Context: an optimization exercise on an open-source flow, tuned for small area, a short achievable clock period and few clock cycles per item. The choices shown serve that exercise and are no tape-out recipe.
At most, simulation tests tie the RTL to the original design; equivalence was not proved.

==> flow/design.v (excerpt) <==
module sha256_core (
    input  wire         clk,
    input  wire         rst,          
    input  wire         in_valid,
    output wire         in_ready,
    input  wire         in_first,     
    input  wire [511:0] in_block,     
    output reg          out_valid,
    output wire [255:0] out_digest    
);
export LEC_CHECK = 0
export CAP_MARGIN = 20
export CORE_MARGIN = 2
export CORE_UTILIZATION = 55
export CTS_BUF_LIST = sky130_fd_sc_hd__clkbuf_16
export CTS_CLUSTER_DIAMETER = 120
export CTS_CLUSTER_SIZE = 20
export SLEW_MARGIN = 20
create_clock -name core_clock -period 10.0 [get_ports {clk}]
standard.sh (not shown) runs the stock make flow with config.mk's settings and CLKGATE_MAP_FILE= SYNTH_SCRIPT=/design/flow/synth_recipe.tcl, a recipe that flattens the netlist after the stock synthesis.
==> flow/flow/run.sh <==
#!/bin/bash
set -euo pipefail
export BUFFER_PORTS_ARGS="-buffer_cell sky130_fd_sc_hd__buf_1"
export SETUP_SLACK_MARGIN=5.5
bash standard.sh MATCH_CELL_FOOTPRINT=0 finish > standard_make.log 2>&1
The first run produced a clean layout.
Testbench counts at the start, summed over its fixed seeds: cycles 25,368, blocks 384.
Change:
==> flow/flow/run.sh (replaced) <==
#!/bin/bash
set -euo pipefail
export BUFFER_PORTS_ARGS="-buffer_cell sky130_fd_sc_hd__buf_1"
export SETUP_SLACK_MARGIN=5
bash standard.sh > standard_make.log 2>&1
--- a/flow/config.mk
+++ b/flow/config.mk
@@ -9,3 +9,3 @@
 export CORE_MARGIN = 2
-export CORE_UTILIZATION = 55
+export CORE_UTILIZATION = 65
 export CTS_BUF_LIST = sky130_fd_sc_hd__clkbuf_16
@@ -13,2 +13,3 @@
 export CTS_CLUSTER_SIZE = 20
+export PLACE_DENSITY = 0.72
 export SLEW_MARGIN = 20
What happened: Non-clock buffer count decreases by 138; worst setup slack got worse by 120 ps; fmax decreases by about 2.3%.
Change:
==> flow/flow/run.sh (replaced) <==
#!/bin/bash
set -euo pipefail
export BUFFER_PORTS_ARGS="-buffer_cell sky130_fd_sc_hd__buf_1"
export SETUP_SLACK_MARGIN=5.2
bash standard.sh > standard_make.log 2>&1
--- a/flow/config.mk
+++ b/flow/config.mk
@@ -9,7 +9,6 @@
 export CORE_MARGIN = 2
-export CORE_UTILIZATION = 65
-export CTS_BUF_LIST = sky130_fd_sc_hd__clkbuf_16
-export CTS_CLUSTER_DIAMETER = 120
-export CTS_CLUSTER_SIZE = 20
-export PLACE_DENSITY = 0.72
+export CORE_UTILIZATION = 55
+export CTS_BUF_LIST = sky130_fd_sc_hd__clkbuf_8
+export CTS_CLUSTER_DIAMETER = 70
+export CTS_CLUSTER_SIZE = 14
 export SLEW_MARGIN = 20
=> The changed run passed the timing, DRC and antenna checks; count of clock-buffer cells in the layout grows by 31; cell count grows by a few percent; worst hold slack is about the same; via count shrinks by a few percent; clock skew grows by 10 ps; worst setup slack improved by 98 ps; core utilization shrinks by 10 points; synthesized area is unchanged; final area grows by a few percent; sequential cell count is unchanged.

========
The RTL this note starts from:
==> flow/design.v <==
module sha256_core (
    input  wire         clk,
    input  wire         rst,          
    input  wire         in_valid,
    output wire         in_ready,
    input  wire         in_first,     
    input  wire [511:0] in_block,     
    output reg          out_valid,
    output wire [255:0] out_digest    
);
    localparam [255:0] IV = {32'h6a09e667, 32'hbb67ae85, 32'h3c6ef372, 32'ha54ff53a,
                             32'h510e527f, 32'h9b05688c, 32'h1f83d9ab, 32'h5be0cd19};
    localparam [2047:0] KTAB = {
        32'hc67178f2, 32'hbef9a3f7, 32'ha4506ceb, 32'h90befffa, 32'h8cc70208, 32'h84c87814, 32'h78a5636f, 32'h748f82ee,
        32'h682e6ff3, 32'h5b9cca4f, 32'h4ed8aa4a, 32'h391c0cb3, 32'h34b0bcb5, 32'h2748774c, 32'h1e376c08, 32'h19a4c116,
        32'h106aa070, 32'hf40e3585, 32'hd6990624, 32'hd192e819, 32'hc76c51a3, 32'hc24b8b70, 32'ha81a664b, 32'ha2bfe8a1,
        32'h92722c85, 32'h81c2c92e, 32'h766a0abb, 32'h650a7354, 32'h53380d13, 32'h4d2c6dfc, 32'h2e1b2138, 32'h27b70a85,
        32'h14292967, 32'h06ca6351, 32'hd5a79147, 32'hc6e00bf3, 32'hbf597fc7, 32'hb00327c8, 32'ha831c66d, 32'h983e5152,
        32'h76f988da, 32'h5cb0a9dc, 32'h4a7484aa, 32'h2de92c6f, 32'h240ca1cc, 32'h0fc19dc6, 32'hefbe4786, 32'he49b69c1,
        32'hc19bf174, 32'h9bdc06a7, 32'h80deb1fe, 32'h72be5d74, 32'h550c7dc3, 32'h243185be, 32'h12835b01, 32'hd807aa98,
        32'hab1c5ed5, 32'h923f82a4, 32'h59f111f1, 32'h3956c25b, 32'he9b5dba5, 32'hb5c0fbcf, 32'h71374491, 32'h428a2f98
    };
    reg         run;         
    reg         rdy;         
    reg         init;        
    reg  [6:0]  kc;          
    reg         first;       
    reg  [31:0] a, b, c, d, e, f, g, h, hk;
    reg  [31:0] w [0:15];
    reg  [31:0] q0, q1, q2, q3, r0, r1, r2, r3;
    assign in_ready   = rdy;
    assign out_digest = {q3, q2, q1, q0, r3, r2, r1, r0};
    function [31:0] fa_s(input [31:0] x, input [31:0] y, input [31:0] z);
        fa_s = x ^ y ^ z;
    endfunction
    function [31:0] fa_c(input [31:0] x, input [31:0] y, input [31:0] z);
        fa_c = {(x[30:0] & y[30:0]) | (x[30:0] & z[30:0]) | (y[30:0] & z[30:0]), 1'b0};
    endfunction
    function [31:0] add_bk(input [31:0] x, input [31:0] y);
        reg [31:0] gg, pp;
        integer i, l;
        begin
            gg = x & y;
            pp = x ^ y;
            for (l = 1; l < 32; l = l * 2)
                for (i = 2 * l - 1; i < 32; i = i + 2 * l) begin
                    gg[i] = gg[i] | (pp[i] & gg[i - l]);
                    pp[i] = pp[i] & pp[i - l];
                end
            for (l = 8; l >= 1; l = l / 2)
                for (i = 3 * l - 1; i < 32; i = i + 2 * l) begin
                    gg[i] = gg[i] | (pp[i] & gg[i - l]);
                    pp[i] = pp[i] & pp[i - l];
                end
            add_bk = (x ^ y) ^ {gg[30:0], 1'b0};
        end
    endfunction
    wire [31:0] s1  = {e[5:0], e[31:6]} ^ {e[10:0], e[31:11]} ^ {e[24:0], e[31:25]};
    wire [31:0] ch  = (e & f) | (~e & g);
    wire [31:0] s0  = {a[1:0], a[31:2]} ^ {a[12:0], a[31:13]} ^ {a[21:0], a[31:22]};
    wire [31:0] mj  = (a & b) | (a & c) | (b & c);
    wire [31:0] x1s = fa_s(s1, ch, hk), x1c = fa_c(s1, ch, hk);
    wire [31:0] x2s = fa_s(x1s, x1c, s0), x2c = fa_c(x1s, x1c, s0);
    wire [31:0] x3s = fa_s(x2s, x2c, mj), x3c = fa_c(x2s, x2c, mj);
    wire [31:0] a_new = x3s + x3c;
    wire [31:0] y2s = fa_s(x1s, x1c, d), y2c = fa_c(x1s, x1c, d);
    wire [31:0] e_new = y2s + y2c;
    wire [31:0] sig0 = {w[1][6:0], w[1][31:7]} ^ {w[1][17:0], w[1][31:18]} ^ (w[1] >> 3);
    wire [31:0] sig1 = {w[14][16:0], w[14][31:17]} ^ {w[14][18:0], w[14][31:19]} ^ (w[14] >> 10);
    wire [31:0] m1s = fa_s(sig0, sig1, w[0]), m1c = fa_c(sig0, sig1, w[0]);
    wire [31:0] m2s = fa_s(m1s, m1c, w[9]),  m2c = fa_c(m1s, m1c, w[9]);
    wire [31:0] w_next = add_bk(m2s, m2c);
    wire [31:0] kn  = KTAB[{kc[5:0], 5'd0} +: 32];
    wire [31:0] hn  = init ? (first ? IV[31:0] : r0) : g;
    wire [31:0] p1s = fa_s(hn, kn, w[0]), p1c = fa_c(hn, kn, w[0]);
    wire [31:0] hk_next = p1s + p1c;
    wire        addph = run & (kc[6] | (kc[5:1] == 5'b11111));
    reg  [31:0] iva, ive;
    always @(*) begin
        case (kc[1:0])
            2'b10: begin iva = IV[159:128]; ive = IV[31:0];   end
            2'b11: begin iva = IV[191:160]; ive = IV[63:32];  end
            2'b00: begin iva = IV[223:192]; ive = IV[95:64];  end
            default: begin iva = IV[255:224]; ive = IV[127:96]; end
        endcase
    end
    wire [31:0] qsum = add_bk(first ? iva : q0, a);
    wire [31:0] rsum = add_bk(first ? ive : r0, e);
    wire        last = run & (kc == 7'd65);
    wire        take = rdy & in_valid;
    integer i;
    always @(posedge clk) begin
        if (rst) begin
            run       <= 1'b0;
            rdy       <= 1'b0;
            init      <= 1'b0;
            out_valid <= 1'b0;
        end else begin
            out_valid <= last;
            init      <= take;
            if (take)
                run <= 1'b1;
            else if (last)
                run <= 1'b0;
            rdy <= (run & (kc == 7'd64)) | ((~run | last) & ~take);
        end
    end
    always @(posedge clk) begin
        if (rdy) begin
            first <= in_first;
            for (i = 0; i < 16; i = i + 1)
                w[i] <= in_block[511 - 32*i -: 32];
        end else begin
            for (i = 0; i < 15; i = i + 1)
                w[i] <= w[i + 1];
            w[15] <= w_next;
        end
        kc <= take ? 7'd0 : kc + 7'd1;
        hk <= hk_next;
        if (init) begin
            if (first)
                {a, b, c, d, e, f, g, h} <= IV;
            else
                {a, b, c, d, e, f, g, h} <= {q3, q2, q1, q0, r3, r2, r1, r0};
        end else begin
            h <= g; g <= f; f <= e; e <= e_new;
            d <= c; c <= b; b <= a; a <= a_new;
        end
        if (addph) begin
            q0 <= q1; q1 <= q2; q2 <= q3; q3 <= qsum;
            r0 <= r1; r1 <= r2; r2 <= r3; r3 <= rsum;
        end
    end
endmodule
make LEC_CHECK=0 CAP_MARGIN=20 CORE_MARGIN=2 CORE_UTILIZATION=55 CTS_BUF_LIST=sky130_fd_sc_hd__clkbuf_8 CTS_CLUSTER_SIZE=24 SETUP_SLACK_MARGIN=5 SLEW_MARGIN=20 finish   # period 10.0 ns
run.sh (not shown) runs the stock make flow with config.mk's settings and CLKGATE_MAP_FILE= SYNTH_SCRIPT=/design/flow/synth_recipe.tcl, a recipe that flattens the netlist after the stock synthesis.
Stock flow here: none of the scripts above is used.
The first run completed without violations.
Rerun with:
==> flow/flow/run.sh (new file) <==
#!/bin/bash
set -euo pipefail
export BUFFER_PORTS_ARGS="-buffer_cell sky130_fd_sc_hd__buf_1"
export SETUP_SLACK_MARGIN=6
bash standard.sh > standard_make.log 2>&1
==> flow/standard.sh (new file) <==
#!/bin/bash
# synth_recipe.tcl (not shown) runs the flow's synth.tcl, then flattens the netlist and writes it again
# the make line also repeats each setting of config.mk as NAME=value (left out here)
make -C /OpenROAD-flow-scripts/flow DESIGN_CONFIG=/design/flow/config.mk WORK_HOME=/design/flow/orfs CLKGATE_MAP_FILE= SYNTH_SCRIPT=/design/flow/synth_recipe.tcl "${@:-finish}"
SETUP_SLACK_MARGIN = unset   (was 5)
removed: flow/run.sh
Outcome:
- The changed run ran to the end with no violations
- maximum frequency rose by 2.9%
- routed wire length rose by 2.5%
- core utilization went down by 0.82 points
- clock skew increases by 0.022 ns
- cell area is lower by 1.2%
- cell count came out higher by 2.3%
- via count came out higher by 2.8%
- sequential share of layout area went up by 0.52 points
Rerun with:
==> flow/flow/run.sh (replaced) <==
#!/bin/bash
set -euo pipefail
export BUFFER_PORTS_ARGS="-buffer_cell sky130_fd_sc_hd__buf_1"
export SETUP_SLACK_MARGIN=7
bash standard.sh > standard_make.log 2>&1
Result: Global-route usage rose by 1.2 points. Maximum frequency fell by about 3.3%. Final cell count came out higher by about 5%. Wire length came out higher by 5.0%. Cell area goes up by about 5%.
No functional check of the RTL was part of any run of this note.

## separate check: timing with driven ports
Ports are ideal in the flow. The routed layouts listed here were re-timed in OpenROAD. Step 1 (the two cells are an assumption about what drives the block):
set clk [get_ports {clk}]
set_driving_cell -lib_cell sky130_fd_sc_hd__clkbuf_16 $clk
set_driving_cell -lib_cell sky130_fd_sc_hd__buf_2 [delete_from_list [all_inputs] $clk]
Step 2, shift: input delay + t, output delay - t, t = (earliest + latest rising clock arrival at the registers) / 2. This alone moves slack from input paths to output paths. Three values: ideal, step 1, step 2; two values: the first two.
| run | shift t [ns] | setup WS [ns] | slew at the worst register clock pin (ns) | worst data-port slew with drivers (ns) | cell pins on the clock port's net |
|---|---|---|---|---|---|
| the first run of note 1 | 0.782 | 5.125 / 5.125 / 5.125 | 0.10 / 0.10 | 0.13 | 1 |
| the second run of note 1 | 0.750 | 5.008 / 5.008 / 5.008 | 0.10 / 0.10 | 0.20 | 1 |
| the third run of note 1 | 0.883 | 5.106 / 5.106 / 5.106 | 0.11 / 0.11 | 0.15 | 1 |
| the first run of note 2 | 0.948 | 4.931 / 4.931 / 4.931 | 0.09 / 0.09 | 0.17 | 1 |
| the second run of note 2 | 0.966 | 5.072 / 5.072 / 5.072 | 0.08 / 0.08 | 0.13 | 1 |
| the third run of note 2 | 0.949 | 4.902 / 4.902 / 4.902 | 0.08 / 0.08 | 0.13 | 1 |
After both steps every run listed still meets setup and hold.
